This design comes from an exercise in tuning for small area, a short achievable clock period and few clock cycles per item on the open sky130 flow, not from production work.
Only simulation tests tie the RTL to the original design; equivalence was not proved.
Power figures rest on the tool's default switching activity, not on a simulated workload.

## design/flow/config.mk

```make
export PLATFORM = sky130hd
export DESIGN_NAME = par_engine
export DESIGN_NICKNAME = par_engine
export VERILOG_FILES = /design/flow/design.v
export SDC_FILE = /design/flow/constraint.sdc
export NUM_CORES = 4
export LEC_CHECK = 0
export CAP_MARGIN = 20
export CORE_MARGIN = 2
export CORE_UTILIZATION = 55
export SETUP_SLACK_MARGIN = 5
export SLEW_MARGIN = 20
```

## design/flow/constraint.sdc

```tcl
create_clock -name core_clock -period 8.0 [get_ports {clk}]
set_input_delay 1.6000 -clock core_clock [delete_from_list [all_inputs] [get_ports {clk}]]
set_output_delay 1.6000 -clock core_clock [all_outputs]
set_load 0.01 [all_outputs]
```

## design/flow/design.v

```verilog
module par_engine (
  input  wire        clk,
  input  wire        rst,
  input  wire        cmd_valid,
  output reg         cmd_ready,
  input  wire [1:0]  cmd_mode,     
  input  wire [4:0]  cmd_n,        
  input  wire [4:0]  cmd_a,        
  input  wire [4:0]  cmd_b,        
  input  wire [11:0] cmd_cols,     
  input  wire        in_valid,
  output reg         in_ready,
  input  wire [63:0] in_data,
  output reg         out_valid,
  input  wire        out_ready,
  output reg  [63:0] out_data,
  output reg         out_last
);
  localparam [1:0] M_GEN = 2'd0, M_UPD = 2'd1, M_REC = 2'd2;
  localparam [1:0] S_IDLE = 2'd0, S_DEC = 2'd1, S_SET = 2'd2, S_RUN = 2'd3;
  function automatic [7:0] mul_g(input [7:0] x);        
    mul_g = {x[6:0], 1'b0} ^ (x[7] ? 8'h1d : 8'h00);
  endfunction
  function automatic [7:0] mul_ginv(input [7:0] x);     
    mul_ginv = {1'b0, x[7:1]} ^ (x[0] ? 8'h8e : 8'h00);
  endfunction
  function automatic [63:0] mul_w(input [63:0] w, input [7:0] c);
    reg [7:0] cg [0:7];
    reg [7:0] acc;
    integer i, l;
    begin
      cg[0] = c;
      for (i = 1; i < 8; i = i + 1) cg[i] = mul_g(cg[i-1]);
      for (l = 0; l < 8; l = l + 1) begin
        acc = 8'h00;
        for (i = 0; i < 8; i = i + 1)
          if (w[8*l + i]) acc = acc ^ cg[i];
        mul_w[8*l +: 8] = acc;
      end
    end
  endfunction
  localparam [255:0] EXP_TAB = {
      8'hc0, 8'h60, 8'h30, 8'h18, 8'h0c, 8'h06, 8'h03, 8'h8f,
      8'hc9, 8'hea, 8'h75, 8'hb4, 8'h5a, 8'h2d, 8'h98, 8'h4c,
      8'h26, 8'h13, 8'h87, 8'hcd, 8'he8, 8'h74, 8'h3a, 8'h1d,
      8'h80, 8'h40, 8'h20, 8'h10, 8'h08, 8'h04, 8'h02, 8'h01};
  localparam [255:0] T_TAB = {
      8'h59, 8'h57, 8'h89, 8'hde, 8'haa, 8'hba, 8'h8e, 8'h02,
      8'hd2, 8'hb4, 8'he9, 8'hf2, 8'h63, 8'h26, 8'hdc, 8'h67,
      8'h8a, 8'hc0, 8'he4, 8'h85, 8'h74, 8'hfb, 8'ha9, 8'ha0,
      8'h54, 8'h5f, 8'hed, 8'h72, 8'h9d, 8'ha7, 8'hf4, 8'h00};
  function automatic [7:0] gf_exp(input [4:0] e);
    gf_exp = EXP_TAB[8*e +: 8];
  endfunction
  function automatic [7:0] tab_t(input [4:0] d);
    tab_t = T_TAB[8*d +: 8];
  endfunction
  reg [1:0]  state;
  reg [1:0]  mode;
  reg [4:0]  n;               
  reg [4:0]  last_k;          
  reg [4:0]  lo, hi;          
  reg        go_set;          
  reg [1:0]  set_ph;          
  reg        pa_dt, pa_p, pa_q;   
  reg        pb_dt, pb_p, pb_q;   
  reg        p_swap;          
  reg        sx;              
  reg        dd;              
  reg        bq;              
  reg        c_first_r;       
  reg        c_two;           
  reg [11:0] cols_left;
  reg        col_last;        
  reg [7:0]  alpha, beta;
  reg [4:0]  k;
  reg [7:0]  s;               
  reg [63:0] w1;              
  reg        v1;              
  reg [7:0]  c1;              
  reg        a1;              
  reg        first1;          
  reg        last1;           
  reg [63:0] acc_a, acc_r;
  reg        full;            
  reg        f_first_r, f_sec_x, f_two, f_last;
  reg [63:0] sec_data;
  reg        sec_valid, sec_last;
  wire rec = (mode == M_REC);
  wire upd = (mode == M_UPD);
  wire cmd_fire = cmd_valid && cmd_ready;
  wire in_fire  = in_valid && in_ready;
  wire cap      = full && !out_valid;
  wire       w_lost  = rec && (k == lo || k == hi);
  wire       w_data  = (k < n);
  wire       w_p     = (k == n);
  wire       w_last  = (k == last_k);
  wire [7:0] w_c     = w_lost ? 8'h00 :
                       w_data ? (s ^ beta) :
                       w_p    ? (upd ? 8'h00 : beta) :
                                (upd ? 8'h01 : alpha);
  wire        r_two   = rec && go_set;
  wire        r_swap  = r_two && p_swap;
  wire [4:0]  r_lo    = r_swap ? hi : lo;
  wire [4:0]  r_hi    = r_swap ? lo : hi;
  wire        r_lo_dt = r_swap ? pb_dt : pa_dt;
  wire        r_hi_p  = r_swap ? pa_p : pb_p;
  wire        r_hi_q  = r_swap ? pa_q : pb_q;
  wire        r_dd    = r_two && r_lo_dt && !r_hi_p && !r_hi_q;
  wire        r_sx    = r_two && r_lo_dt && !r_hi_q;
  wire        r_dq    = r_two && r_lo_dt && r_hi_q;
  wire        set_done = (set_ph == 2'd0) && !(sx && k != lo);
  wire        run_end  = in_fire && w_last && col_last;
  reg [1:0] state_nx;
  always @* begin
    state_nx = state;
    case (state)
      S_IDLE: if (cmd_fire) state_nx = S_DEC;
      S_DEC:  state_nx = go_set ? S_SET : S_RUN;
      S_SET:  if (set_done) state_nx = S_RUN;
      S_RUN:  if (run_end) state_nx = S_IDLE;
      default: state_nx = S_IDLE;
    endcase
  end
  wire full_nx      = (v1 && last1) ? 1'b1 : cap ? 1'b0 : full;
  wire out_valid_nx = cap ? 1'b1 :
                      (out_valid && out_ready && !sec_valid) ? 1'b0 : out_valid;
  wire run_nx       = (state == S_DEC && !go_set) || (state == S_SET && set_done) ||
                      (state == S_RUN && !run_end);
  always @(posedge clk) begin
    w1     <= in_data;
    c1     <= in_fire ? w_c : 8'h00;
    a1     <= in_fire && !w_lost && (w_data || w_p);
    first1 <= in_fire && (k == 5'd0);
    last1  <= w_last;
  end
  always @(posedge clk) begin
    acc_a <= (first1 ? 64'd0 : acc_a) ^ (a1 ? w1 : 64'd0);
    acc_r <= (first1 ? 64'd0 : acc_r) ^ mul_w(w1, c1);
    if (cap) begin
      out_data <= f_first_r ? acc_r : acc_a;
      sec_data <= f_sec_x ? (acc_a ^ acc_r) : acc_r;
    end else if (out_valid && out_ready && sec_valid) begin
      out_data <= sec_data;
    end
  end
  always @(posedge clk) begin
    if (rst) begin
      state     <= S_IDLE;
      cmd_ready <= 1'b1;
      in_ready  <= 1'b0;
      v1        <= 1'b0;
      full      <= 1'b0;
      out_valid <= 1'b0;
      out_last  <= 1'b0;
      sec_valid <= 1'b0;
    end else begin
      state     <= state_nx;
      cmd_ready <= (state == S_IDLE && !cmd_fire) || run_end;
      in_ready  <= run_nx && !((full_nx || (in_fire && w_last)) && out_valid_nx);
      v1        <= in_fire;
      full      <= full_nx;
      out_valid <= out_valid_nx;
      case (state)
        S_IDLE: if (cmd_fire) begin
          mode      <= cmd_mode;
          n         <= cmd_n;
          lo        <= cmd_a;
          hi        <= cmd_b;
          cols_left <= cmd_cols;
          col_last  <= (cmd_cols == 12'd1);
          go_set    <= (cmd_mode == M_UPD) || (cmd_mode == M_REC && cmd_b != 5'd31);
          last_k    <= (cmd_mode == M_GEN) ? cmd_n - 5'd1 :
                       (cmd_mode == M_UPD) ? 5'd3 : cmd_n + 5'd1;
          pa_dt     <= (cmd_a < cmd_n);
          pa_p      <= (cmd_a == cmd_n);
          pa_q      <= (cmd_a == cmd_n + 5'd1);
          pb_dt     <= (cmd_b < cmd_n);
          pb_p      <= (cmd_b == cmd_n);
          pb_q      <= (cmd_b == cmd_n + 5'd1);
          p_swap    <= (cmd_b < cmd_a);
        end
        S_DEC: begin
          n         <= upd ? 5'd2 : n;
          lo        <= (rec || upd) ? r_lo : 5'd31;
          hi        <= r_two ? r_hi : 5'd31;
          set_ph    <= 2'd2;
          sx        <= r_sx;
          dd        <= r_dd;
          bq        <= upd || r_dq;
          c_two     <= !rec || r_two;
          c_first_r <= rec && (r_two ? r_sx : pa_q);
          alpha     <= upd ? 8'h00 : 8'h01;
          beta      <= 8'h00;
          k         <= 5'd0;
          s         <= upd ? 8'h00 : 8'h01;
        end
        S_SET: begin
          if (set_ph == 2'd2) begin
            k      <= hi - lo;
            set_ph <= 2'd1;
          end else if (set_ph == 2'd1) begin
            if (dd) alpha <= tab_t(k);
            if (dd) beta  <= tab_t(k) ^ 8'h01;
            if (bq) beta  <= gf_exp(lo);
            k      <= 5'd0;
            set_ph <= 2'd0;
          end else begin
            if (sx && k != lo) alpha <= mul_ginv(alpha);
            k <= set_done ? 5'd0 : k + 5'd1;
          end
          s     <= alpha;
        end
        S_RUN: if (in_fire) begin
          k         <= w_last ? 5'd0 : k + 5'd1;
          s         <= w_last ? alpha : mul_g(s);
          if (w_last) begin
            cols_left <= cols_left - 12'd1;
            col_last  <= (cols_left == 12'd2);
          end
        end
        default: ;
      endcase
      if (in_fire && w_last) begin
        f_first_r <= c_first_r;
        f_sec_x   <= sx;
        f_two     <= c_two;
        f_last    <= col_last;
      end
      if (cap) begin
        out_last  <= f_last && !f_two;
        sec_valid <= f_two;
        sec_last  <= f_last;
      end else if (out_valid && out_ready && sec_valid) begin
        out_last  <= sec_last;
        sec_valid <= 1'b0;
      end
    end
  end
endmodule
```

## design/flow/run.sh

```bash
#!/bin/bash
# synth_recipe.tcl (not shown) runs the flow's synth.tcl, then flattens the netlist and writes it again
# the make line also repeats each setting of config.mk as NAME=value (left out here)
make -C /OpenROAD-flow-scripts/flow DESIGN_CONFIG=/design/flow/config.mk WORK_HOME=/design/flow/orfs CLKGATE_MAP_FILE= SYNTH_SCRIPT=/design/flow/synth_recipe.tcl finish
```

==> key figures, run 1 <==
Run status
  • Status: finished clean

Clocking
  • Num CTS Buffers: 48
  • Hold Buf Count CTS: 0
  • Root Driver: clkbuf_16
  • Clock latency on the worst-skew pair: roughly 0.61 ns
  • CTS tree: done
  • Maximum buffer depth of the clock tree: 3
  • # clock sinks: around 420
  • Clock-pin transition on the worst setup and hold timing paths: ~0.060 ns
  • CTS H-tree depth: 2

STA
  • Clock Skews: 0.0211 ns
  • Slew margin rel.: 0.280
  • Hold Slack: about 0.46 ns
  • Final hold violation count: 0
  • Fmax achieved: 0.341 GHz
  • Max Slew Vio Count: 0
  • Final Cycle Share: 0.366
  • Fin Setup TNS: 0 ns
  • Final Setup Violations: 0
  • Min setup slack post-route: 5.07 ns
  • Fin crit period: 2.93 ns
  • Slew @ Worst Pin: ~1.1 ns
  • RSZ-0062 raised after global routing: true

Critical path
  • Critical Path RT: 8.32 ns
  • Arrival time at the worst endpoint: 3.25 ns
  • CP Cell Sequence: xor2_1 -> nor3_1 -> nand2_2 -> a32o_1 -> a21oi_1 -> o22ai_1
  • Critical path buffers and inverters: 0
  • Critical path's top delay family: simple AND/OR/NAND/NOR gates
  • Crit path max fanout: 16
  • CP Capture Type: flip-flop
  • Crit-path slowest cell: edfxtp_1
  • Critical path class: reg -> reg
  • CP max stage delay: between 0.6 and 0.7 ns
  • CP startpoint kind: flip-flop

Placed design
  • Post-Place Cell Area: 27700 um^2
  • Dpl ws: between 4 and 5 ns
  • Gpl congestion: roughly 0.88
  • Placed insts: about 3500
  • Port Buffer Count: 165
  • Dpl hpwl: 44700 um

Global routing
  • Initial antenna violation count: 0
  • Vias in the first global route: roughly 19000
  • First-pass GRT wire length: ~110000 um
  • Largest net degree at the start of global routing: 88
  • Grt total ovfl: 0
  • GRT Util Overall: 0.288

Pwr
  • Clk pwr share: 0.257
  • Pleak: 10.5 nW
  • Combinational share of power: 0.356
  • Power share of the sequential group: 0.387
  • Internal power: between 5 and 6 mW
  • Pwr/cell area: ~300 nW/um^2
  • Net Sw Frac: 0.338
  • Switch Pwr: around 3.0 mW
  • Worst vdd ir: 0.228 mV
  • Overall power: 8.79 mW

Floorplanning
  • Die area: 48600 um^2
  • I/O pins: roughly 170
  • Starting Density: 0.555
  • Die Wd: ~220 um
  • Row cnt: roughly 80
  • Core ar.: 46500 um^2
  • Die Ht: between 200 and 250 um

Route
  • Iteration-0 DRC Markers: 1400
  • Routed Antenna Nets: 0
  • Wire per inst: a little under 20 um
  • Drt drc: 0
  • Vias: 19600
  • Drt first pass iters: 5
  • Routed WL: between 60000 and 70000 um
  • Via density: roughly 5.5

Final layout
  • Fraction of layout cells with a size suffix above 1: 0.0565
  • Finished Layout Cells: around 3600
  • Final #Nets: a little over 3000
  • Syn-to-layout area delta: 14.4%
  • FILL cells: roughly 3900
  • Final Core Density: 0.635
  • Antenna diodes: 0
  • Finished Cell Area: a little under 30000 um^2

Yosys
  • EDFF count, synth: about 210
  • Yosys cell types: 59
  • Ys async rst share: 0
  • Syn nets: between 3000 and 4000
  • Synthesis Warnings: 2
  • Post-synthesis sequential area ratio: 0.412
  • Top_reg_cell synth: edfxtp_1
  • Seq cells post-synth: 424
  • Mapped Cells: just under 3000
  • Post-Syn Area: 25800 um^2
  • Synth Area per Inst: roughly 9 um^2

Worst hold path
  • Hold Crit Class: reg -> reg

Flow run
  • Total of max-cap violations: 0
[metal layers]
layer	part of all wire	vias to the layer above	GRT usage
met4	0.033	0	0.101
met1	0.42	9407	0.365
met2	0.48	625	0.495
met3	0.061	146	0.0492
li1	-	9430	-
met5	0	-	0
[state kept, by name (all words and copies together) (netlist names), 8 cells and up]
signal     cells
cols_left     12
alpha          8
sec_data      64
acc_a         64
w1            64
s              8
beta           8
out_data      64
acc_r         64
c1             8
[layout make-up]
cell class	instances	area, um^2	area share
inverters	49	186	0.00632
clock inverters	24	250	0.00848
multi-input cells	2218	14500	0.491
repair buffers	196	1830	0.0619
flip-flops and latches	424	10600	0.360
well taps	607	759	0.0257
clock buffers	65	1370	0.0464
[power groups by stage]
stage          sequential, mW  clock, mW  combinational, mW
2_1_floorplan            3.17          0               2.66
5_1_grt                  3.46       2.39               3.45
3_3_place_gp             3.43          0               2.98
4_1_cts                  3.40       2.31               3.12
3_5_place_dp             3.44          0               3.07
6_report                 3.40       2.26               3.13
[cell usage after synthesis (3+ instances only)]
master    number  area [um^2]
nand2_1      737         2770
xnor2_1      615         5390
dfxtp_1      212         4240
edfxtp_1     212         6370
clkbuf_1     169          634
o21ai_0      117          586
nor2b_1      103          644
mux2i_1       95          951
xor2_1        94          823
nor2_1        90          338
a21oi_1       77          385
nand2b_1      59          369
inv_1         48          180
ha_1          45          563
buf_1         25         93.8
nor3_1        23          115
nand3_1       22          110
mux2_2        14          158
a211oi_1      13         97.6
a31oi_1        8         50.1
buf_2          8         40.0
o22a_1         8         70.1
a21o_1         7         52.6
nor4_1         7         43.8
o22ai_1        7         43.8
a311oi_1       6         52.6
o211ai_1       6         45.0
o21a_1         5         37.5
or2_2          5         31.3
a21boi_0       4         30.0
and3_1         4         25.0
a221oi_1       3         26.3
a22o_1         3         26.3
a22oi_1        3         22.5
mux4_2         3         67.6
nor3b_1        3         22.5
o221ai_1       3         26.3
o31ai_1        3         22.5
[logic make-up (layout without fill, tap and decap cells)]
kind of cell,Yosys count,count (layout),share of synthesized area
flops,424,424,0.412
compound gates,288,288,0.0663
xor+xnor,710,711,0.241
simple gates,1061,1061,0.175
mux,112,112,0.0456
fa+ha+maj,46,46,0.0226
buf+inv,252,334,0.0372
[repair_timing]
action	4_1_cts	5_1_grt
gates resized for setup	89	12
gates cloned	1	0
buffers inserted	2	4
setup endpoints to repair	211	51
pin swaps	1	3
[path summary, 6_finish.rpt]
kind                                        from                 end  slack [ns]  cells after the start
worst max-delay path              k[0]$_DFFE_PP_      k[0]$_DFFE_PP_        5.07                      6
worst min-delay path            f_last$_DFFE_PP_  sec_last$_DFFE_PP_        0.46                      0
worst max register to register    k[0]$_DFFE_PP_      k[0]$_DFFE_PP_        5.07                      6
worst min register to register  f_last$_DFFE_PP_  sec_last$_DFFE_PP_        0.46                      0
[layout by cell type (no fill, tap or decap), types with 69 or more instances in the layout]
master and count:
clkdlybuf4s50_1 94, mux2i_1 95, nor2b_1 102, nor2_1 89, a21oi_1 76, o21ai_0 117, xnor2_1 606, dlygate4sd2_1 69
dfxtp_1 203, edfxtp_1 212, xor2_1 86, nand2_1 735
Testbench counts, summed over its fixed seeds: cycles 121,430, columns 10,233.
==> run 2: changes to the inputs <==
==> design/flow/flow/run.sh (new file) <==
#!/bin/bash
# Layout: the standard ORFS flow (standard.sh) with three changes:
#  - synthesis maps with an area-oriented ABC script (flow/abc_map_area.script,
#    used in place of ORFS's abc_speed.script; the rest of synthesis, and so
#    the registers, are unchanged),
#  - setup repair aimed at 4.7 ns of slack (a 3.3 ns period),
#  - the smallest buffer cell for the port buffers.
# make's output goes to make.log in this folder; ORFS keeps its per-step logs
# under orfs/logs.
set -euo pipefail
rm -rf scripts_abc
cp -r "$FLOW_HOME/scripts" scripts_abc
cp flow/abc_map_area.script scripts_abc/abc_speed.script
bash standard.sh SCRIPTS_DIR="$PWD/scripts_abc" SETUP_SLACK_MARGIN=4.7 \
  "BUFFER_PORTS_ARGS=-buffer_cell sky130_fd_sc_hd__buf_1" finish > make.log 2>&1
==> design/flow/flow/abc_map_area.script (new file) <==
strash
dch
map -a
topo
==> design/flow/standard.sh (new file) <==
#!/bin/bash
# synth_recipe.tcl (not shown) runs the flow's synth.tcl, then flattens the netlist and writes it again
# the make line also repeats each setting of config.mk as NAME=value (left out here)
make -C /OpenROAD-flow-scripts/flow DESIGN_CONFIG=/design/flow/config.mk WORK_HOME=/design/flow/orfs CLKGATE_MAP_FILE= SYNTH_SCRIPT=/design/flow/synth_recipe.tcl "${@:-finish}"
--- a/design/flow/config.mk
+++ b/design/flow/config.mk
@@ -8,5 +8,4 @@
 export CAP_MARGIN = 20
 export CORE_MARGIN = 2
 export CORE_UTILIZATION = 55
-export SETUP_SLACK_MARGIN = 5
 export SLEW_MARGIN = 20
removed: design/flow/run.sh
==> run 2 against run 1 <==
Still clean. Utilization is 0.051 points higher. Sequential share of layout area is 2.6 points higher. Power is 1.3% higher. Register-to-register slack worse by 0.31 ns. Combinational power is 5% higher. Cell area is 6.8% lower. Largest power group unchanged.
==> key figures, run 2 <==
Run status
  • Status: finished clean

Pwr
  • Pwr/cell area: 324 nW/um^2 (+8.7%)
  • Worst vdd ir: 0.282 mV (+24%)
  • Pleak: 9.73 nW (-7.2%)
  • Overall power: 8.91 mW (+1.3%)

Floorplanning
  • Die Ht: 214 um (-3.0%)
  • Die Wd: 214 um (-3.0%)
  • Starting Density: 0.560 (+0.00458)
  • Row cnt: 76 (-3.8%)
  • Core ar.: 43300 um^2 (-6.9%)
  • I/O pins: 166 (unchanged)
  • Die area: 45700 um^2 (-6.0%)

STA
  • Slew @ Worst Pin: 0.970 ns (-0.102 ns)
  • Fmax achieved: 0.309 GHz (-9.5%)
  • Fin crit period: 3.24 ns (+0.306 ns)
  • Fin Setup TNS: 0 ns (unchanged)
  • RSZ-0062 raised after global routing: true
  • Final Cycle Share: 0.404 (+0.0383)
  • Final Setup Violations: 0 (unchanged)
  • Max Slew Vio Count: 0 (unchanged)
  • Final hold violation count: 0 (unchanged)
  • Slew margin rel.: 0.347 (+0.0669)
  • Clock Skews: 0.0205 ns (-0.000550 ns)

Final layout
  • Fraction of layout cells with a size suffix above 1: 0.0464 (-0.0101)
  • Commonest cells after routing, fill and taps aside: 832 x nand2_1, 401 x xor2_1, 291 x nor2_1
  • Final Core Density: 0.636 (about the same)
  • Final #Nets: 3231 (+4.9%)
  • Most common cell after layout, fill and taps aside: nand2_1
  • Syn-to-layout area delta: 13.6%
  • Finished Layout Cells: 3711 (+3.6%)

Critical path
  • Crit-path slowest cell: edfxtp_1
  • CP Capture Type: flip-flop
  • Critical Path RT: 8.50 ns (+0.18 ns)
  • Crit path max fanout: 18 (+2)
  • Critical path class: reg -> reg
  • CP Cell Sequence: clkinv_2 -> a22oi_1 -> o221ai_1 -> nor2_1 -> nand3_1 -> nand2_1 -> clkinv_1 -> a211oi_1 -> o21ai_0 -> a31oi_1
  • CP startpoint kind: flip-flop
  • CP max stage delay: 0.74 ns (+0.12 ns)
  • Arrival time at the worst endpoint: 3.74 ns (+0.49 ns)

Yosys
  • Most common cell in the synthesized netlist: nand2_1
  • Post-synthesis sequential area ratio: 0.438 (+0.0267)
  • Leading area contributor after synthesis: edfxtp_1
  • Syn nets: 2989 (-1.6%)
  • Ys async rst share: 0 (unchanged)
  • Synthesis Warnings: 2 (unchanged)
  • Synth area leaders: edfxtp_1 26%, dfxtp_1 18%, xor2_1 15%
  • Synth Area per Inst: 8.51 um^2 (-4.5%)
  • EDFF count, synth: 212 (unchanged)
  • Most instantiated cells after synthesis: 841 x nand2_1, 403 x xor2_1, 295 x nor2_1
  • Top_reg_cell synth: edfxtp_1
  • Yosys cell types: 35 (-41%)
  • Mapped Cells: 2845 (-1.7%)
  • Post-Syn Area: 24200 um^2 (-6.1%)
  • Seq cells post-synth: 424 (unchanged)
  • Synth top area share: 0.263 (+0.0160)

Clocking
  • Root Driver: clkbuf_16
  • # clock sinks: 424 (unchanged)
  • Clock latency on the worst-skew pair: 0.59 ns (-0.02 ns)
  • Hold Buf Count CTS: 0 (unchanged)
  • Num CTS Buffers: 46 (-4.2%)
  • CTS H-tree depth: 2 (unchanged)
  • Clock-pin transition on the worst setup and hold timing paths: 0.06 ns (about the same)
  • CTS tree: done
  • Maximum buffer depth of the clock tree: 3 (unchanged)

Global routing
  • Largest net degree at the start of global routing: 84 (-4.5%)
  • Initial antenna violation count: 2 (+2)
  • Vias in the first global route: 19600 (+1.8%)
  • Grt total ovfl: 0 (unchanged)
  • GRT Util Overall: 0.306 (+0.0181)
  • First-pass GRT wire length: 108000 um (about the same)

Route
  • Drt drc: 0 (unchanged)
  • Routed WL: 69300 um (-0.70%)
  • Metal-1 WL: 29000 um (-2.0%)
  • Vias: 20100 (+2.5%)
  • Drt first pass iters: 6 (+1)
  • Routed Antenna Nets: 0 (unchanged)
  • Wire length on met2: 33900 um (+0.75%)
  • Via density: 5.41 (-1.1%)
  • Iteration-0 DRC Markers: 1612 (+15%)
  • Wire per inst: 18.7 um (-4.1%)
  • Top Metal Used: met5
  • Met3 wire length: 3820 um (-10%)

Placed design
  • Placed insts: 3618 (+3.8%)
  • Dpl hpwl: 48400 um (+8.2%)
  • Port Buffer Count: 165 (unchanged)
  • Gpl congestion: 0.936 (+6.4%)

Flow run
  • Total of max-cap violations: 0 (unchanged)

Worst hold path
  • Hold Crit Class: reg -> reg
run 2: routing by layer:
layer,global-route usage,vias up
met4,0.120,2
met2,0.530,656
met3,0.0455,170
met1,0.385,9516
met5,0,-
li1,-,9745
run 2: final timing paths:
path / start / end / slack, ns / depth (start not counted)
min: c_two$_DFFE_PP_ / f_two$_DFFE_PP_ / 0.42 / 0
max reg2reg: k[2]$_DFFE_PP_ / state[0]$_SDFFE_PP0P_ / 4.76 / 10
min reg2reg: c_two$_DFFE_PP_ / f_two$_DFFE_PP_ / 0.42 / 0
max: k[2]$_DFFE_PP_ / state[0]$_SDFFE_PP0P_ / 4.76 / 10
run 2: area by class of cell:
class / count / area [um^2]
repair buffers: 194 / 860
diodes: 1 / 2.50
multi-input cells: 2257 / 13100
clock inverters: 18 / 170
clock buffers: 68 / 1340
inverters: 164 / 641
well taps: 585 / 732
fillers: 3835 / 15800
flip-flops and latches: 424 / 10600
run 2: what timing repair did:
| item | CTS | global route |
|---|---|---|
| setup buffers | 2 | 4 |
| endpoints found under the setup margin | 73 | 31 |
| pin swaps | 1 | 0 |
| gates resized for setup | 24 | 15 |
run 2: critical path: cells and delay by family, from the launching register on:
kind | cells | cell delay (ns)
AOI/OAI and AO/OA | 5 | 1.16
and+or+nand+nor | 3 | 0.74
buffers and inverters | 2 | 0.51
DFF | 1 | 0.74
run 2: where the power goes:
part	internal [mW]	switching (mW)
clock network	1.23	0.883
registers	2.93	0.574
logic	1.37	1.92
run 2: per-stage QoR:
step / worst slack (ns) / cell area [um^2] / hold WS, ns
3_5_place_dp: 3.75 / 25800 / 0.407
5_1_grt: 4.63 / 27500 / 0.426
6_report: 4.76 / 27500 / 0.421
2_1_floorplan: 3.82 / 24200 / 0.400
3_3_place_gp: 3.92 / 25800 / 0.403
4_1_cts: 4.70 / 27400 / 0.421
run 2: cells by family (layout without fill, tap and decap cells):
logic type	Yosys count	count (layout)	synth area share
DFF	424	424	0.438
AOI/OAI and AO/OA	342	342	0.0789
buffers and inverters	164	444	0.0254
other	0	1	0
and+or+nand+nor	1194	1194	0.189
adders and majority gates	46	46	0.0241
xor gates and xnor gates	675	675	0.244
==> run 3: changes to the inputs <==
==> design/flow/flow/run.sh (replaced) <==
#!/bin/bash
# Layout: the standard ORFS flow (standard.sh) with three changes:
#  - synthesis maps with an area-oriented ABC script (flow/abc_map_area.script,
#    used in place of ORFS's abc_speed.script; the rest of synthesis, and so
#    the registers, are unchanged),
#  - setup repair aimed at 5 ns of slack (a 3 ns period),
#  - the smallest buffer cell for the port buffers.
# make's output goes to make.log in this folder; ORFS keeps its per-step logs
# under orfs/logs.
set -euo pipefail
rm -rf scripts_abc
cp -r "$FLOW_HOME/scripts" scripts_abc
cp flow/abc_map_area.script scripts_abc/abc_speed.script
bash standard.sh SCRIPTS_DIR="$PWD/scripts_abc" SETUP_SLACK_MARGIN=5 \
  "BUFFER_PORTS_ARGS=-buffer_cell sky130_fd_sc_hd__buf_1" finish > make.log 2>&1
==> run 3 against run 2 <==
Still clean. Synthesized cell count unchanged. Global-route usage up 0.75 points. Sequential share of layout area down 0.40 points. Cell count up 0.24%. Critical path type unchanged. Highest routed layer unchanged.
==> key figures, run 3 <==
Yosys
  • Synth Area per Inst: 8.51 um^2 (unchanged)
  • Most common cell in the synthesized netlist: nand2_1
  • Seq cells post-synth: 424 (unchanged)
  • Leading area contributor after synthesis: edfxtp_1
  • Top_reg_cell synth: edfxtp_1
  • EDFF count, synth: 212 (unchanged)
  • Synthesis Warnings: 2 (unchanged)
  • Post-Syn Area: 24200 um^2 (unchanged)
  • Post-synthesis sequential area ratio: 0.438 (unchanged)
  • Syn nets: 2989 (unchanged)
  • Synth area leaders: edfxtp_1 26%, dfxtp_1 18%, xor2_1 15%
  • Yosys cell types: 35 (unchanged)
  • Ys async rst share: 0 (unchanged)
  • Most instantiated cells after synthesis: 841 x nand2_1, 403 x xor2_1, 295 x nor2_1
  • Synth top area share: 0.263 (unchanged)
  • Mapped Cells: 2845 (unchanged)

Placed design
  • Dpl hpwl: 48900 um (+1.1%)
  • Port Buffer Count: 165 (unchanged)
  • Dpl ws: 3.78 ns (+0.0257 ns)
  • Gpl congestion: 0.966 (+3.2%)
  • Post-Place Cell Area: 25800 um^2 (about the same)
  • Placed insts: 3611 (-0.19%)

Critical path
  • Critical path class: reg -> reg
  • Critical path buffers and inverters: 0 (-2)
  • CP Cell Sequence: ha_1 -> a21oi_1 -> o31ai_1 -> nor2_1 -> nor2_1 -> a21oi_1 -> nor2_1
  • CP max stage delay: 0.81 ns (+0.07 ns)
  • Critical Path RT: 8.46 ns (-0.04 ns)
  • Crit-path slowest cell: edfxtp_1
  • Arrival time at the worst endpoint: 3.35 ns (-0.39 ns)
  • Critical path's top delay family: simple AND/OR/NAND/NOR gates
  • Critical Path Most Common Cell: nor2_1
  • CP startpoint kind: flip-flop
  • Reg2reg setup slack: 5.11 ns (+0.35 ns)
  • CP Capture Type: flip-flop
  • Crit path max fanout: 16 (-2)

Floorplanning
  • Die Wd: 214 um (unchanged)
  • Row cnt: 76 (unchanged)
  • Core ar.: 43300 um^2 (unchanged)
  • Die Ht: 214 um (unchanged)
  • I/O pins: 166 (unchanged)
  • Die area: 45700 um^2 (unchanged)
  • Starting Density: 0.560 (unchanged)

Clocking
  • Clock latency on the worst-skew pair: 0.59 ns (about the same)
  • CTS tree: done
  • Clock-pin transition on the worst setup and hold timing paths: 0.06 ns (about the same)
  • CTS H-tree depth: 2 (unchanged)
  • Num CTS Buffers: 46 (unchanged)
  • Maximum buffer depth of the clock tree: 3 (unchanged)
  • Root Driver: clkbuf_16
  • # clock sinks: 424 (unchanged)

Pwr
  • Combinational share of power: 0.372 (+0.002)
  • Overall power: 9.07 mW (+1.8%)
  • Internal power: 5.65 mW (+2.2%)
  • Pleak: 9.86 nW (+1.4%)
  • Net Sw Frac: 0.377 (-0.00266)
  • Pwr/cell area: 326 nW/um^2 (+0.62%)
  • Clk pwr share: 0.243 (+0.006)
  • Worst vdd ir: 0.237 mV (-16%)
  • Power share of the sequential group: 0.385 (-0.008)
  • Switch Pwr: 3.42 mW (+1.1%)

Global routing
  • Grt total ovfl: 0 (unchanged)
  • GRT Util Overall: 0.313 (+0.00749)
  • First-pass GRT wire length: 110000 um (+1.8%)
  • Initial antenna violation count: 2 (unchanged)
  • Vias in the first global route: 19600 (-0.036%)
  • Largest net degree at the start of global routing: 74 (-12%)

Route
  • Routed WL: 71800 um (+3.6%)
  • Via density: 5.46 (+0.81%)
  • Iteration-0 DRC Markers: 1531 (-5.0%)
  • Wire per inst: 19.3 um (+3.3%)
  • Drt drc: 0 (unchanged)
  • Vias: 20300 (+1.1%)
  • Drt first pass iters: 6 (unchanged)
  • Routed Antenna Nets: 0 (unchanged)

Worst hold path
  • Hold Crit Class: reg -> reg

STA
  • Final Setup Violations: 0 (unchanged)
  • Max Slew Vio Count: 0 (unchanged)
  • Slew margin rel.: 0.325 (-0.0227)
  • Hold Slack: 0.428 ns (+0.00707 ns)
  • Slew @ Worst Pin: 1.00 ns (+0.0337 ns)
  • Fmax achieved: 0.346 GHz (+12%)
  • Final Cycle Share: 0.361 (-0.0432)
  • Final hold violation count: 0 (unchanged)
  • RSZ-0062 raised after global routing: true
  • Fin crit period: 2.89 ns (-0.346 ns)
  • Clock Skews: 0.0162 ns (-0.00438 ns)
  • Fin Setup TNS: 0 ns (unchanged)
  • Min setup slack post-route: 5.11 ns (+0.346 ns)

Run status
  • Status: finished clean

Final layout
  • FILL cells: 3771 (-1.7%)
  • Final #Nets: 3241 (+0.31%)
  • Final Core Density: 0.643 (+0.00735)
  • Finished Cell Area: 27800 um^2 (+1.2%)
  • Antenna diodes: 0 (-1)
  • Commonest cells after routing, fill and taps aside: 831 x nand2_1, 401 x xor2_1, 288 x nor2_1
  • Fraction of layout cells with a size suffix above 1: 0.0568 (+0.0104)
  • Finished Layout Cells: 3720 (+0.24%)
  • Most common cell after layout, fill and taps aside: nand2_1
  • Syn-to-layout area delta: 14.9%

Flow run
  • Total of max-cap violations: 0 (unchanged)
## run 3: cell counts after synthesis
No cell type changed its count.
## run 3: final cells by class
cell class                      instances  area [um^2]  area share
Clock buffer                           68         1410      0.0506
Clock inverter                         18          176     0.00634
Inverter                              164          666      0.0239
Multi-Input combinational cell       2258        13200       0.475
Sequential cell                       424        10600       0.382
Tap cell                              585          732      0.0263
Timing Repair Buffer                  203          977      0.0351
## run 3: kinds of logic after synthesis
kind of cell,share of synthesized area
AND/OR/NAND/NOR,0.189
buffers and inverters,0.0254
AO/OA/AOI/OAI,0.0789
flip-flops,0.438
adder cells (fa/ha/maj),0.0241
XOR/XNOR,0.244
## run 3: metal layers
layer / track usage / up-vias / part of all wire
li1: - / 9759 / -
met1: 0.394 / 9633 / 0.41
met2: 0.553 / 742 / 0.49
met3: 0.0343 / 162 / 0.057
met4: 0.123 / 4 / 0.038
met5: 0 / - / 0.00036
## run 3: worst paths after layout
| check | startpoint | end | cells after the start |
|---|---|---|---|
| max | k[4]$_DFFE_PP_ | c1[7]$_SDFF_PN0_ | 7 |
| min | c_first_r$_DFFE_PP_ | f_first_r$_DFFE_PP_ | 0 |
| max reg2reg | k[4]$_DFFE_PP_ | c1[7]$_SDFF_PN0_ | 7 |
| min reg2reg | c_first_r$_DFFE_PP_ | f_first_r$_DFFE_PP_ | 0 |
## run 3: timing repair
item / CTS / global route
hold buffers: 0 / 0
cloned: 1 / 0
endpoints found under the setup margin: 105 / 55
pin swaps: 2 / 1
resized for setup: 40 / 18
buffers inserted: 11 / 11
## run 3: power groups by stage
| stage | sequential [mW] | combinational, mW | clock [mW] |
|---|---|---|---|
| 2_1_floorplan | 3.33 | 2.52 | 0 |
| 3_3_place_gp | 3.54 | 3.10 | 0 |
| 3_5_place_dp | 3.55 | 3.18 | 0 |
| 4_1_cts | 3.49 | 3.32 | 2.23 |
| 5_1_grt | 3.56 | 3.73 | 2.30 |
| 6_report | 3.50 | 3.37 | 2.20 |
==> run 4: changes to the inputs <==
--- a/design/flow/config.mk
+++ b/design/flow/config.mk
@@ -8,4 +8,6 @@
 export CAP_MARGIN = 20
 export CORE_MARGIN = 2
 export CORE_UTILIZATION = 55
+export CTS_CLUSTER_DIAMETER = 100
+export CTS_CLUSTER_SIZE = 30
 export SLEW_MARGIN = 20
==> run 4 against run 3 <==
Still clean on timing, DRC and antenna. Die area unchanged. Cell area down 3.5%. Combinational power rose by 1%. Critical path type unchanged. Critical endpoint is now acc_r[60]$_DFF_P_.
==> key figures, run 4 <==
Placed design
  • Dpl hpwl: 48900 um (unchanged)
  • Gpl congestion: 0.966 (unchanged)
  • Port Buffer Count: 165 (unchanged)

Yosys
  • Most instantiated cells after synthesis: 841 x nand2_1, 403 x xor2_1, 295 x nor2_1
  • Leading area contributor after synthesis: edfxtp_1
  • Top_reg_cell synth: edfxtp_1
  • Mapped Cells: 2845 (unchanged)
  • Most common cell in the synthesized netlist: nand2_1
  • EDFF count, synth: 212 (unchanged)
  • Yosys cell types: 35 (unchanged)
  • Synth top area share: 0.263 (unchanged)
  • Ys async rst share: 0 (unchanged)
  • Syn nets: 2989 (unchanged)
  • Seq cells post-synth: 424 (unchanged)
  • Synth area leaders: edfxtp_1 26%, dfxtp_1 18%, xor2_1 15%
  • Synth Area per Inst: 8.51 um^2 (unchanged)
  • Synthesis Warnings: 2 (unchanged)
  • Post-Syn Area: 24200 um^2 (unchanged)
  • Post-synthesis sequential area ratio: 0.438 (unchanged)

Route
  • Iteration-0 DRC Markers: 1731 (+13%)
  • Drt drc: 0 (unchanged)
  • Routed Antenna Nets: 0 (unchanged)
  • Wire per inst: 19.5 um (+1.0%)
  • Via density: 5.50 (+0.88%)
  • Vias: 20200 (-0.48%)
  • Drt first pass iters: 7 (+1)
  • Routed WL: 71600 um (-0.34%)

Critical path
  • CP startpoint kind: flip-flop
  • Arrival time at the worst endpoint: 3.34 ns (about the same)
  • Reg2reg setup slack: 5.16 ns (+0.05 ns)
  • Critical path class: reg -> reg
  • Critical Path RT: 8.49 ns (+0.03 ns)
  • CP Capture Type: flip-flop
  • Crit path max fanout: 11 (-5)

Floorplanning
  • Die area: 45700 um^2 (unchanged)
  • I/O pins: 166 (unchanged)
  • Die Ht: 214 um (unchanged)
  • Row cnt: 76 (unchanged)
  • Die Wd: 214 um (unchanged)
  • Core ar.: 43300 um^2 (unchanged)
  • Starting Density: 0.560 (unchanged)

Clocking
  • CTS tree: done
  • Maximum buffer depth of the clock tree: 3 (unchanged)
  • CTS H-tree depth: 1 (-1)
  • Root Driver: clkbuf_16
  • Clock latency on the worst-skew pair: 0.57 ns (-0.02 ns)
  • # clock sinks: 424 (unchanged)
  • Clock-pin transition on the worst setup and hold timing paths: 0.12 ns (+0.06 ns)
  • Hold Buf Count CTS: 0 (unchanged)
  • Num CTS Buffers: 18 (-61%)

Global routing
  • First-pass GRT wire length: 109000 um (-0.70%)
  • Grt total ovfl: 0 (unchanged)
  • Initial antenna violation count: 2 (unchanged)
  • Met3 Usage GRT: 0.0290 (-0.00527)
  • Busiest grt layer: met2
  • Met1 usage: 0.396 (+0.00259)
  • Met2 Use GR: 0.548 (-0.00459)
  • GRT Util Overall: 0.309 (-0.00414)
  • Largest net degree at the start of global routing: 74 (unchanged)
  • Vias in the first global route: 19300 (-1.9%)

Pwr
  • Worst vdd ir: 0.191 mV (-19%)
  • Pwr/cell area: 300 nW/um^2 (-8.0%)
  • Pleak: 9.38 nW (-4.9%)

Final layout
  • Final Core Density: 0.620 (-0.0226)
  • Commonest cells after routing, fill and taps aside: 832 x nand2_1, 401 x xor2_1, 289 x nor2_1
  • Final #Nets: 3217 (-0.74%)
  • Antenna diodes: 0 (unchanged)
  • Syn-to-layout area delta: 10.9%
  • Most common cell after layout, fill and taps aside: nand2_1
  • FILL cells: 3872 (+2.7%)
  • Fraction of layout cells with a size suffix above 1: 0.0412 (-0.0156)

Worst hold path
  • Hold Crit Class: reg -> reg

STA
  • Fmax achieved: 0.352 GHz (+1.6%)
  • Final hold violation count: 0 (unchanged)
  • Clock Skews: 0.0283 ns (+0.0122 ns)
  • Fin Setup TNS: 0 ns (unchanged)
  • Final Cycle Share: 0.356 (-0.00566)
  • Max Slew Vio Count: 0 (unchanged)
  • Slew @ Worst Pin: 1.05 ns (+0.0497 ns)
  • Final Setup Violations: 0 (unchanged)
  • RSZ-0062 raised after global routing: true
  • Fin crit period: 2.84 ns (-0.0453 ns)
  • Slew margin rel.: 0.291 (-0.0335)

Run status
  • Status: finished clean

Flow run
  • Total of max-cap violations: 0 (unchanged)
## run 4: cell types whose count changed in the layout (fill, tap and decap cells not counted), moves of 3 or more
cell        before  now
clkbuf_16       49   19
clkbuf_8        11    0
clkinv_2        11    6
clkinvlp_4       7    3
bufinv_16        3    0
clkbuf_1         8   11
clkinv_1       149  146
## run 4: cell type report
class                   instances  area, um^2  area share
inverters                     164         659      0.0246
flip-flops and latches        424       10600       0.396
clock inverters                 2        28.8     0.00107
clock buffers                  30         517      0.0193
multi-input cells            2259       13300       0.494
repair buffers                206        1010      0.0375
well taps                     585         732      0.0273
## run 4: path summary, 6_finish.rpt
check	endpoint	startpoint	depth (start not counted)
setup / recovery	acc_r[60]$_DFF_P_	c1[2]$_SDFF_PN0_	12
hold / removal	f_first_r$_DFFE_PP_	c_first_r$_DFFE_PP_	0
setup reg to reg	acc_r[60]$_DFF_P_	c1[2]$_SDFF_PN0_	12
hold reg to reg	f_first_r$_DFFE_PP_	c_first_r$_DFFE_PP_	0
## run 4: critical path: stages (launching register included)
cell and delay, ns:
dfxtp_2 0.47, nor2_1 0.05, or2_2 0.42, nand2_1 0.37, nand2_8 0.19, inv_4 0.17
nand2_1 0.11, nand2_4 0.17, clkinv_4 0.16, nand2_1 0.11, xor2_1 0.19, xor2_1 0.19
xor2_1 0.15
## run 4: per-layer routing
metal	vias up	wire length, um
met4	4	2470
met2	709	35200
li1	9683	-
met3	136	4060
met5	-	27
met1	9671	29800
## run 4: per-stage QoR
step                      area [um^2]  hold slack (ns)  cells  power, mW  setup slack [ns]
after floorplan                 24300            0.400   2845       5.85              3.82
after global placement          25800            0.403   3611       6.64              3.99
after detailed placement        25800            0.411   3611       6.74              3.78
after CTS                       26600            0.439   3655       7.98              4.99
after global routing            26800            0.454   3670       8.55              4.96
final                           26800            0.438   3670       8.05              5.16
## run 4: cell families (layout without fill, tap and decap cells)
| group | after synthesis | in the layout | share of synthesized area |
|---|---|---|---|
| DFF | 424 | 424 | 0.438 |
| and+or+nand+nor | 1194 | 1196 | 0.189 |
| xor gates and xnor gates | 675 | 675 | 0.244 |
| buffers and inverters | 164 | 402 | 0.0254 |
| adders and majority gates | 46 | 46 | 0.0241 |
| AOI/OAI and AO/OA | 342 | 342 | 0.0789 |
## run 4: report_power, final
| part | internal, mW | total (mW) | switching, mW |
|---|---|---|---|
| registers | 2.92 | 3.47 | 0.554 |
| clock network | 0.461 | 1.16 | 0.702 |
| logic | 1.42 | 3.41 | 1.99 |
## run 4: what timing repair did
action / CTS / global route
pin swaps: 2 / 1
gates cloned: 1 / 1
hold endpoints to repair: 0 / 0
buffers inserted: 11 / 14
gates resized for setup: 42 / 16
setup endpoints to repair: 97 / 51
==> run 5: changes to the inputs <==
--- a/design/flow/config.mk
+++ b/design/flow/config.mk
@@ -9,5 +9,5 @@
 export CORE_MARGIN = 2
 export CORE_UTILIZATION = 55
 export CTS_CLUSTER_DIAMETER = 100
-export CTS_CLUSTER_SIZE = 30
+export CTS_CLUSTER_SIZE = 20
 export SLEW_MARGIN = 20
==> run 5 against run 4 <==
Still clean. Cell area increased by 0.57%. Maximum frequency about the same. Register-to-register slack about the same. Sequential share of layout area fell by 0.22 points. Die area unchanged. Non-clock buffer count decreased by 1. Synthesized area did not move. Sequential power about the same. Critical endpoint is now state[0]$_SDFFE_PP0P_. Largest power group unchanged.
==> key figures, run 5 <==
Final layout
  • Fraction of layout cells with a size suffix above 1: 0.0429 (+0.00178)
  • Syn-to-layout area delta: 11.5%
  • Commonest cells after routing, fill and taps aside: 831 x nand2_1, 401 x xor2_1, 288 x nor2_1
  • Most common cell after layout, fill and taps aside: nand2_1
  • Final #Nets: 3223 (+0.19%)
  • Antenna diodes: 0 (unchanged)
  • Final Core Density: 0.624 (+0.00353)
  • FILL cells: 3829 (-1.1%)

Yosys
  • Synth area leaders: edfxtp_1 26%, dfxtp_1 18%, xor2_1 15%
  • Post-Syn Area: 24200 um^2 (unchanged)
  • EDFF count, synth: 212 (unchanged)
  • Synth top area share: 0.263 (unchanged)
  • Yosys cell types: 35 (unchanged)
  • Mapped Cells: 2845 (unchanged)
  • Leading area contributor after synthesis: edfxtp_1
  • Ys async rst share: 0 (unchanged)
  • Most common cell in the synthesized netlist: nand2_1
  • Syn nets: 2989 (unchanged)
  • Synthesis Warnings: 2 (unchanged)
  • Top_reg_cell synth: edfxtp_1
  • Most instantiated cells after synthesis: 841 x nand2_1, 403 x xor2_1, 295 x nor2_1
  • Post-synthesis sequential area ratio: 0.438 (unchanged)
  • Synth Area per Inst: 8.51 um^2 (unchanged)
  • Seq cells post-synth: 424 (unchanged)

Critical path
  • Crit-path slowest cell: edfxtp_1
  • R2r startpoint: k[1]$_DFFE_PP_
  • Critical path class: reg -> reg
  • Arrival time at the worst endpoint: 3.32 ns (-0.02 ns)
  • Critical Path Most Common Cell: clkinv_1
  • CP Cell Sequence: clkinv_1 -> a22oi_1 -> o221ai_1 -> nor2_2 -> nand3_1 -> nand2_1 -> clkinv_1 -> a211oi_2 -> o21ai_0 -> a31oi_1
  • CP max stage delay: 0.68 ns (+0.21 ns)
  • Crit. Startpoint: k[1]$_DFFE_PP_
  • CP Capture Type: flip-flop
  • Critical Path RT: 8.47 ns (-0.02 ns)
  • Crit path max fanout: 11 (unchanged)
  • CP startpoint kind: flip-flop

Floorplanning
  • Die Wd: 214 um (unchanged)
  • Starting Density: 0.560 (unchanged)
  • Die area: 45700 um^2 (unchanged)
  • Core ar.: 43300 um^2 (unchanged)
  • I/O pins: 166 (unchanged)
  • Row cnt: 76 (unchanged)
  • Die Ht: 214 um (unchanged)

Clocking
  • CTS tree: done
  • Num CTS Buffers: 25 (+7)
  • Root Driver: clkbuf_16
  • Clock-pin transition on the worst setup and hold timing paths: 0.09 ns (-0.03 ns)
  • # clock sinks: 424 (unchanged)
  • Hold Buf Count CTS: 0 (unchanged)
  • Maximum buffer depth of the clock tree: 3 (unchanged)
  • CTS H-tree depth: 1 (unchanged)
  • Clock latency on the worst-skew pair: 0.59 ns (+0.02 ns)

Pwr
  • Pleak: 9.45 nW (+0.75%)
  • Overall power: 8.20 mW (+1.9%)
  • Worst vdd ir: 0.254 mV (+33%)
  • Pwr/cell area: 304 nW/um^2 (+1.3%)

STA
  • Fmax achieved: 0.351 GHz (about the same)
  • Final Cycle Share: 0.356 (about the same)
  • Clock Skews: 0.0351 ns (+0.00676 ns)
  • Hold Slack: 0.431 ns (-0.00742 ns)
  • RSZ-0062 raised after global routing: false
  • Fin crit period: 2.85 ns (+0.00268 ns)
  • Fin Setup TNS: 0 ns (unchanged)
  • Final Setup Violations: 0 (unchanged)
  • Slew margin rel.: 0.305 (+0.0134)
  • Slew @ Worst Pin: 1.03 ns (-0.0199 ns)
  • Min setup slack post-route: 5.15 ns (-0.00268 ns)
  • Max Slew Vio Count: 0 (unchanged)
  • Final hold violation count: 0 (unchanged)

Route
  • Vias: 20200 (+0.15%)
  • Via density: 5.50 (-0.18%)
  • Wire per inst: 19.5 um (-0.24%)
  • Drt first pass iters: 5 (-2)
  • Routed Antenna Nets: 0 (unchanged)
  • Routed WL: 71600 um (about the same)
  • Iteration-0 DRC Markers: 1684 (-2.7%)
  • Drt drc: 0 (unchanged)

Worst hold path
  • Hold Crit Class: reg -> reg
  • Min-delay src: c_first_r$_DFFE_PP_

Run status
  • Status: finished clean

Placed design
  • Port Buffer Count: 165 (unchanged)
  • Dpl hpwl: 48900 um (unchanged)
  • Dpl ws: 3.78 ns (unchanged)
  • Gpl congestion: 0.966 (unchanged)

Global routing
  • Initial antenna violation count: 2 (unchanged)
  • First-pass GRT wire length: 110000 um (+0.16%)
  • Largest net degree at the start of global routing: 74 (unchanged)
  • Grt total ovfl: 0 (unchanged)
  • Vias in the first global route: 19400 (+0.68%)
  • GRT Util Overall: 0.310 (+0.000886)

Flow run
  • Total of max-cap violations: 0 (unchanged)
run 5: cell counts after synthesis:
No cell type changed its count.
run 5: what timing repair did:
item                       CTS  global route
pin swaps                    2             1
resized for setup           43            16
setup endpoints to repair   97            39
cloned                       1             1
setup buffers               11            13
run 5: area by class of cell:
type / count / area, um^2 / area share
well taps: 585 / 732 / 0.0271
flip-flops and latches: 424 / 10600 / 0.394
multi-input cells: 2259 / 13300 / 0.491
repair buffers: 205 / 1000 / 0.0372
clock buffers: 44 / 697 / 0.0258
inverters: 164 / 658 / 0.0244
clock inverters: 1 / 16.3 / 0.000603
run 5: routing by layer:
layer,share of wire,track usage
met1,0.42,0.394
met3,0.055,0.0341
met2,0.49,0.550
met4,0.038,0.105
met5,0.00042,0
run 5: kinds of logic (layout without fill, tap and decap cells):
family | after synthesis | after routing | share of synthesized area
buffers and inverters | 164 | 414 | 0.0254
AOI/OAI and AO/OA | 342 | 342 | 0.0789
adders and majority gates | 46 | 46 | 0.0241
xor gates and xnor gates | 675 | 675 | 0.244
DFF | 424 | 424 | 0.438
and+or+nand+nor | 1194 | 1196 | 0.189
run 5: power breakdown:
part / internal, mW / leakage (nW) / switching, mW / total (mW)
Sequential: 2.92 / 3.72 / 0.560 / 3.48
Combinational: 1.41 / 5.39 / 1.99 / 3.40
Clock: 0.598 / 0.338 / 0.722 / 1.32
Total: 4.93 / 9.45 / 3.27 / 8.20
run 5: metrics by stage:
| step | cells | cell area, um^2 |
|---|---|---|
| global route | 3682 | 27000 |
| CTS | 3668 | 26800 |
| global placement | 3611 | 25800 |
| finish | 3682 | 27000 |
| detailed placement | 3611 | 25800 |
| floorplan | 2845 | 24300 |
run 5: final timing paths:
check / end / cells after the start / slack [ns]
max: state[0]$_SDFFE_PP0P_ / 10 / 5.15
max reg2reg: state[0]$_SDFFE_PP0P_ / 10 / 5.15
min: f_first_r$_DFFE_PP_ / 0 / 0.43
min reg2reg: f_first_r$_DFFE_PP_ / 0 / 0.43
run 5: worst max-delay path, delay by kind of cell (launching register included):
family / cells / cell delay [ns]
simple gates: 3 / 0.59
compound gates: 5 / 0.97
buf+inv: 2 / 0.51
flops: 1 / 0.68
==> run 6: changes to the inputs <==
--- a/design/flow/config.mk
+++ b/design/flow/config.mk
@@ -7,7 +7,7 @@
 export LEC_CHECK = 0
 export CAP_MARGIN = 20
 export CORE_MARGIN = 2
-export CORE_UTILIZATION = 55
+export CORE_UTILIZATION = 65
 export CTS_CLUSTER_DIAMETER = 100
 export CTS_CLUSTER_SIZE = 20
 export SLEW_MARGIN = 20
==> run 6 against run 5 <==
Clock skew fell by 0.0038 ns. Hold slack improved by 0.0076 ns. Synthesized cell count did not move. Synthesized area did not move. Sequential power barely moved. Utilization rose by 11 points. Critical path depth fell by 5. Critical path type is now in -> reg. Combinational power barely moved.
==> key figures, run 6 <==
Run status
  • Status: finished clean

Yosys
  • Post-synthesis sequential area ratio: 0.438 (unchanged)
  • Syn nets: 2989 (unchanged)
  • Synth area leaders: edfxtp_1 26%, dfxtp_1 18%, xor2_1 15%
  • Synth top area share: 0.263 (unchanged)
  • Ys async rst share: 0 (unchanged)
  • Post-Syn Area: 24200 um^2 (unchanged)
  • Seq cells post-synth: 424 (unchanged)
  • Synthesis Warnings: 2 (unchanged)
  • Most instantiated cells after synthesis: 841 x nand2_1, 403 x xor2_1, 295 x nor2_1
  • Most common cell in the synthesized netlist: nand2_1
  • EDFF count, synth: 212 (unchanged)
  • Top_reg_cell synth: edfxtp_1
  • Leading area contributor after synthesis: edfxtp_1
  • Yosys cell types: 35 (unchanged)
  • Mapped Cells: 2845 (unchanged)
  • Synth Area per Inst: 8.51 um^2 (unchanged)

Clocking
  • CTS tree: done
  • CTS H-tree depth: 1 (unchanged)
  • Root Driver: clkbuf_16
  • Maximum buffer depth of the clock tree: 3 (unchanged)
  • Hold Buf Count CTS: 0 (unchanged)
  • Clock latency on the worst-skew pair: 0.58 ns (about the same)
  • Num CTS Buffers: 25 (unchanged)
  • # clock sinks: 424 (unchanged)
  • Clock-pin transition on the worst setup and hold timing paths: 0.09 ns (about the same)

Critical path
  • R2r startpoint: state[0]$_SDFFE_PP0P_
  • Cell depth of the worst flop-to-flop path: 8 (-2)
  • Crit path max fanout: 13 (+2)
  • Reg2reg setup slack: 5.15 ns (about the same)
  • R2r endpoint: k[2]$_DFFE_PP_
  • CP Cell Sequence: buf_1 -> clkinv_1 -> nand3_1 -> a211oi_1 -> buf_4
  • Critical Path RT: 8.33 ns (-0.14 ns)
  • Arrival time at the worst endpoint: 3.22 ns (-0.10 ns)
  • CP Capture Type: flip-flop
  • CP startpoint kind: primary input
  • Critical path class: in -> reg
  • CP max stage delay: 0.69 ns (about the same)
  • Crit-path slowest cell: buf_1

Global routing
  • Met2 Use GR: 0.608 (+0.0577)
  • Busiest grt layer: met2
  • Largest net degree at the start of global routing: 80 (+8.1%)
  • Met1 usage: 0.444 (+0.0498)
  • Initial antenna violation count: 2 (unchanged)
  • Grt total ovfl: 0 (unchanged)
  • GRT Util Overall: 0.354 (+0.0439)
  • First-pass GRT wire length: 108000 um (-1.9%)
  • Met3 Usage GRT: 0.0561 (+0.0220)
  • Vias in the first global route: 20000 (+3.3%)

Route
  • Drt drc: 0 (unchanged)
  • Via density: 5.78 (+5.1%)
  • Wire per inst: 19.5 um (+0.18%)
  • Iteration-0 DRC Markers: 1788 (+6.2%)
  • Routed Antenna Nets: 0 (unchanged)
  • Routed WL: 69400 um (-3.1%)
  • Drt first pass iters: 5 (unchanged)
  • Vias: 20600 (+1.7%)

STA
  • Slew margin rel.: 0.318 (+0.0135)
  • RSZ-0062 raised after global routing: true
  • Fin crit period: 2.89 ns (+0.0464 ns)
  • Min setup slack post-route: 5.11 ns (-0.0464 ns)
  • Final Setup Violations: 0 (unchanged)
  • Final hold violation count: 0 (unchanged)
  • Max Slew Vio Count: 0 (unchanged)
  • Clock Skews: 0.0313 ns (-0.00376 ns)
  • Slew @ Worst Pin: 1.01 ns (-0.0201 ns)
  • Fin Setup TNS: 0 ns (unchanged)
  • Fmax achieved: 0.346 GHz (-1.6%)
  • Final Cycle Share: 0.362 (+0.00580)

Pwr
  • Worst vdd ir: 0.254 mV (+0.29%)
  • Overall power: 8.19 mW (-0.21%)
  • Net Sw Frac: 0.399 (+0.000566)
  • Internal power: 4.92 mW (-0.30%)
  • Power share of the sequential group: 0.426 (about the same)
  • Clk pwr share: 0.161 (about the same)
  • Switch Pwr: 3.27 mW (about the same)
  • Pwr/cell area: 306 nW/um^2 (+0.70%)
  • Pleak: 9.42 nW (-0.27%)
  • Combinational share of power: 0.412 (-0.003)

Floorplanning
  • Die Wd: 197 um (-7.9%)
  • Die area: 38800 um^2 (-15%)
  • Starting Density: 0.661 (+0.102)
  • Die Ht: 197 um (-7.9%)
  • Core ar.: 36600 um^2 (-15%)
  • Row cnt: 70 (-7.9%)
  • I/O pins: 166 (unchanged)

Final layout
  • Most common cell after layout, fill and taps aside: nand2_1
  • Commonest cells after routing, fill and taps aside: 832 x nand2_1, 400 x xor2_1, 290 x nor2_1
  • Final #Nets: 3221 (-0.062%)
  • Fraction of layout cells with a size suffix above 1: 0.0417 (-0.00126)
  • Syn-to-layout area delta: 10.5%
  • Antenna diodes: 0 (unchanged)

Flow run
  • Total of max-cap violations: 0 (unchanged)

Worst hold path
  • Worst hold endpoint: f_first_r$_DFFE_PP_
  • Hold Crit Class: reg -> reg
  • Min-delay src: c_first_r$_DFFE_PP_
  • Number of cells on the worst hold path: 0 (unchanged)

Placed design
  • Port Buffer Count: 165 (unchanged)
  • Dpl ws: 3.96 ns (+0.187 ns)
  • Gpl congestion: 0.984 (+1.9%)
  • Dpl hpwl: 47800 um (-2.2%)
run 6: cell counts after synthesis:
Identical to the previous run, type by type.
run 6: critical path, delay by kind of cell:
family / cells / cell delay [ns]
buffers and inverters: 3 / 1.34
and+or+nand+nor: 1 / 0.21
AOI/OAI and AO/OA: 1 / 0.06
run 6: logic make-up after synthesis:
logic type	synth area share
XOR/XNOR	0.244
AO/OA/AOI/OAI	0.0789
flip-flops	0.438
AND/OR/NAND/NOR	0.189
adder cells (fa/ha/maj)	0.0241
buffers and inverters	0.0254
run 6: per-stage QoR:
step,utilization,cell area [um^2],instances,hold slack [ns]
final,0.731,26800,3563,0.438
after CTS,0.726,26600,3550,0.436
after floorplan,-,24300,2845,0.400
after global placement,0.699,25600,3493,0.404
after global routing,0.731,26800,3563,0.451
after detailed placement,0.699,25600,3493,0.408
run 6: layout make-up:
type	count	area, um^2
multi-input cells	2258	13200
repair buffers	204	956
fillers	2883	9860
clock inverters	1	16.3
inverters	164	647
well taps	468	586
clock buffers	44	697
flip-flops and latches	424	10600
run 6: worst max path at each step:
stage	start	end	slack (ns)
final	rst	alpha[2]$_SDFFCE_PN0P_	5.11
after CTS	state[0]$_SDFFE_PP0P_	beta[5]$_SDFFCE_PN0P_	5.02
after global routing	state[0]$_SDFFE_PP0P_	k[2]$_DFFE_PP_	4.97
after global placement	c1[5]$_SDFF_PN0_	acc_r[60]$_DFF_P_	4.14
after floorplan	full$_SDFF_PP0_	sec_last$_DFFE_PP_	3.82
after detailed placement	c1[7]$_SDFF_PN0_	acc_r[43]$_DFF_P_	3.96
run 6: routing by layer:
layer	part of all wire	routed length, um	vias up
met4	0.049	3400	4
met2	0.48	33300	982
li1	-	-	9697
met3	0.084	5800	238
met5	0.00032	22	-
met1	0.39	26900	9658
run 6: power by group through the flow:
| stage | Clock (mW) | Sequential, mW | Combinational (mW) |
|---|---|---|---|
| finish | 1.32 | 3.49 | 3.38 |
| global route | 1.40 | 3.54 | 3.72 |
| floorplan | 0 | 3.33 | 2.52 |
| CTS | 1.33 | 3.49 | 3.29 |
| detailed placement | 0 | 3.55 | 3.16 |
| global placement | 0 | 3.53 | 3.05 |
run 6: what timing repair did:
action | in CTS | in global routing
gates resized for setup | 33 | 18
pin swaps | 2 | 1
setup buffers | 11 | 13
setup endpoints to repair | 89 | 51
gates cloned | 1 | 0
==> run 7: changes to the inputs <==
==> design/flow/flow/run.sh (replaced) <==
#!/bin/bash
# Layout: the standard ORFS flow (standard.sh) with three changes:
#  - synthesis maps with an area-oriented ABC script (flow/abc_map_area.script,
#    used in place of ORFS's abc_speed.script; the rest of synthesis, and so
#    the registers, are unchanged),
#  - setup repair aimed at 5.4 ns of slack (a 2.6 ns period),
#  - the smallest buffer cell for the port buffers.
# make's output goes to make.log in this folder; ORFS keeps its per-step logs
# under orfs/logs.
set -euo pipefail
rm -rf scripts_abc
cp -r "$FLOW_HOME/scripts" scripts_abc
cp flow/abc_map_area.script scripts_abc/abc_speed.script
bash standard.sh SCRIPTS_DIR="$PWD/scripts_abc" SETUP_SLACK_MARGIN=5.4 \
  "BUFFER_PORTS_ARGS=-buffer_cell sky130_fd_sc_hd__buf_1" finish > make.log 2>&1
--- a/design/flow/config.mk
+++ b/design/flow/config.mk
@@ -7,7 +7,7 @@
 export LEC_CHECK = 0
 export CAP_MARGIN = 20
 export CORE_MARGIN = 2
-export CORE_UTILIZATION = 65
+export CORE_UTILIZATION = 55
 export CTS_CLUSTER_DIAMETER = 100
 export CTS_CLUSTER_SIZE = 20
 export SLEW_MARGIN = 20
==> run 7 against run 6 <==
Critical path type is now reg -> out. Highest routed layer unchanged. Global-route usage decreased by 3.5 points. Largest cell class unchanged. Clock power about the same. Still clean on timing, DRC and antenna. Die area rose by 18%.
==> key figures, run 7 <==
Run status
  • Status: finished clean

Global routing
  • Largest net degree at the start of global routing: 75 (-6.3%)
  • First-pass GRT wire length: 112000 um (+4.4%)
  • Initial antenna violation count: 4 (+2)
  • Met3 Usage GRT: 0.0373 (-0.0188)
  • Vias in the first global route: 19700 (-1.8%)
  • Met1 usage: 0.411 (-0.0329)
  • GRT Util Overall: 0.319 (-0.0349)
  • Grt total ovfl: 0 (unchanged)
  • Busiest grt layer: met2
  • Met2 Use GR: 0.544 (-0.0631)

Pwr
  • Pwr/cell area: 302 nW/um^2 (-1.2%)
  • Overall power: 8.45 mW (+3.3%)
  • Pleak: 10.0 nW (+6.3%)
  • Worst vdd ir: 0.165 mV (-35%)

Critical path
  • Crit-path slowest cell: edfxtp_1
  • Critical Path RT: 6.40 ns (-1.93 ns)
  • CP Capture Type: output pin
  • Critical path class: reg -> out
  • Cell depth of the worst flop-to-flop path: 10 (+2)
  • Critical path's top delay family: flip-flops
  • Arrival time at the worst endpoint: 1.21 ns (-2.01 ns)
  • R2r endpoint: state[0]$_SDFFE_PP0P_
  • R2r startpoint: k[2]$_DFFE_PP_
  • Reg2reg setup slack: 5.49 ns (+0.34 ns)
  • Critical path buffers and inverters: 1 (-2)
  • CP max stage delay: 0.46 ns (-0.23 ns)
  • Crit path max fanout: 1 (-12)
  • CP startpoint kind: flip-flop
  • CP Cell Sequence: clkbuf_2

STA
  • Clock Skews: 0.0351 ns (+0.00380 ns)
  • RSZ-0062 raised after global routing: true
  • Final hold violation count: 0 (unchanged)
  • Final Cycle Share: 0.352 (-0.0101)
  • Min setup slack post-route: 5.19 ns (+0.0808 ns)
  • Fin crit period: 2.81 ns (-0.0808 ns)
  • Fin Setup TNS: 0 ns (unchanged)
  • Max Slew Vio Count: 0 (unchanged)
  • Slew @ Worst Pin: 0.898 ns (-0.115 ns)
  • Fmax achieved: 0.356 GHz (+2.9%)
  • Final Setup Violations: 0 (unchanged)
  • Slew margin rel.: 0.401 (+0.0831)

Floorplanning
  • I/O pins: 166 (unchanged)
  • Die Wd: 214 um (+8.5%)
  • Starting Density: 0.560 (-0.102)
  • Die Ht: 214 um (+8.5%)
  • Die area: 45700 um^2 (+18%)
  • Row cnt: 76 (+8.6%)
  • Core ar.: 43300 um^2 (+18%)

Clocking
  • Maximum buffer depth of the clock tree: 3 (unchanged)
  • # clock sinks: 424 (unchanged)
  • Num CTS Buffers: 25 (unchanged)
  • Hold Buf Count CTS: 0 (unchanged)
  • Root Driver: clkbuf_16
  • Clock-pin transition on the worst setup and hold timing paths: 0.09 ns (about the same)
  • CTS tree: done
  • Clock latency on the worst-skew pair: 0.60 ns (+0.02 ns)
  • CTS H-tree depth: 1 (unchanged)

Route
  • Routed Antenna Nets: 0 (unchanged)
  • Vias: 20600 (+0.058%)
  • Drt first pass iters: 5 (unchanged)
  • Via density: 5.52 (-4.3%)
  • Iteration-0 DRC Markers: 1714 (-4.1%)
  • Wire per inst: 19.8 um (+1.4%)
  • Drt drc: 0 (unchanged)
  • Routed WL: 73700 um (+6.1%)

Final layout
  • Commonest cells after routing, fill and taps aside: 822 x nand2_1, 399 x xor2_1, 278 x nor2_1
  • Final #Nets: 3265 (+1.4%)
  • Syn-to-layout area delta: 15.5%
  • FILL cells: 3808 (+32%)
  • Fraction of layout cells with a size suffix above 1: 0.0952 (+0.0535)
  • Most common cell after layout, fill and taps aside: nand2_1
  • Final Core Density: 0.646 (-0.0844)

Yosys
  • Leading area contributor after synthesis: edfxtp_1
  • Seq cells post-synth: 424 (unchanged)
  • Synthesis Warnings: 2 (unchanged)
  • Most common cell in the synthesized netlist: nand2_1
  • Synth area leaders: edfxtp_1 26%, dfxtp_1 18%, xor2_1 15%
  • Syn nets: 2989 (unchanged)
  • Top_reg_cell synth: edfxtp_1
  • Ys async rst share: 0 (unchanged)
  • Mapped Cells: 2845 (unchanged)
  • Post-synthesis sequential area ratio: 0.438 (unchanged)
  • Synth Area per Inst: 8.51 um^2 (unchanged)
  • Post-Syn Area: 24200 um^2 (unchanged)
  • Most instantiated cells after synthesis: 841 x nand2_1, 403 x xor2_1, 295 x nor2_1
  • Yosys cell types: 35 (unchanged)
  • Synth top area share: 0.263 (unchanged)
  • EDFF count, synth: 212 (unchanged)

Flow run
  • Total of max-cap violations: 0 (unchanged)

Placed design
  • Dpl ws: 4.43 ns (+0.469 ns)
  • Gpl congestion: 0.940 (-4.5%)
  • Port Buffer Count: 165 (unchanged)
  • Dpl hpwl: 47200 um (-1.3%)

Worst hold path
  • Worst hold endpoint: f_two$_DFFE_PP_
  • Min-delay src: c_two$_DFFE_PP_
  • Number of cells on the worst hold path: 0 (unchanged)
  • Hold Crit Class: reg -> reg
## run 7: worst max path at each step
stage                     slack [ns]  cells past startpoint             startpoint            endpoint
after floorplan                 3.82                      4        full$_SDFF_PP0_  sec_last$_DFFE_PP_
after global placement          4.23                      8       c1[4]$_SDFF_PN0_   acc_r[11]$_DFF_P_
after detailed placement        4.43                     13       c1[4]$_SDFF_PN0_   acc_r[36]$_DFF_P_
after CTS                       5.16                      1  out_data[1]$_DFFE_PP_         out_data[1]
after global routing            5.16                      1  out_data[1]$_DFFE_PP_         out_data[1]
final                           5.19                      1  out_data[1]$_DFFE_PP_         out_data[1]
## run 7: what timing repair did
action                                  4_1_cts  5_1_grt
cloned                                        6        2
resized for setup                            88       85
buffers inserted                             34       32
endpoints found under the setup margin      331      210
pin swaps                                     6       10
## run 7: area by class of cell
class	instances	area, um^2	area share
inverter	164	692	0.0247
clock buffer	44	697	0.0249
timing repair inverter	1	8.76	0.000313
antenna	2	5.00	0.000179
sequential	424	10700	0.381
tap	585	732	0.0262
multi-input combinational	2262	13600	0.487
timing repair buffer	243	1530	0.0546
clock inverter	2	25.0	0.000895
## run 7: kinds of logic (layout without fill, tap and decap cells)
logic type	Yosys count	after routing	share of synthesized area
xor gates and xnor gates	675	675	0.244
other	0	2	0
DFF	424	424	0.438
AOI/OAI and AO/OA	342	342	0.0789
adders and majority gates	46	46	0.0241
buffers and inverters	164	454	0.0254
and+or+nand+nor	1194	1199	0.189
## run 7: power by group
part	switching, mW	internal (mW)	leakage, nW	total [mW]
logic	2.12	1.54	5.95	3.66
clock network	0.745	0.600	0.342	1.34
registers	0.525	2.92	3.72	3.45
## run 7: metal layers
layer	vias up	share of wire
met4	4	0.048
met1	9714	0.40
met2	867	0.48
met3	211	0.071
li1	9795	-
met5	-	0.00035
## run 7: stage by stage
step | cell area (um^2) | hold slack [ns] | std cells
2_1_floorplan | 24600 | 0.400 | 2845
3_3_place_gp | 26000 | 0.422 | 3605
3_5_place_dp | 26000 | 0.423 | 3605
4_1_cts | 27500 | 0.452 | 3691
5_1_grt | 28000 | 0.453 | 3725
6_report | 28000 | 0.451 | 3727
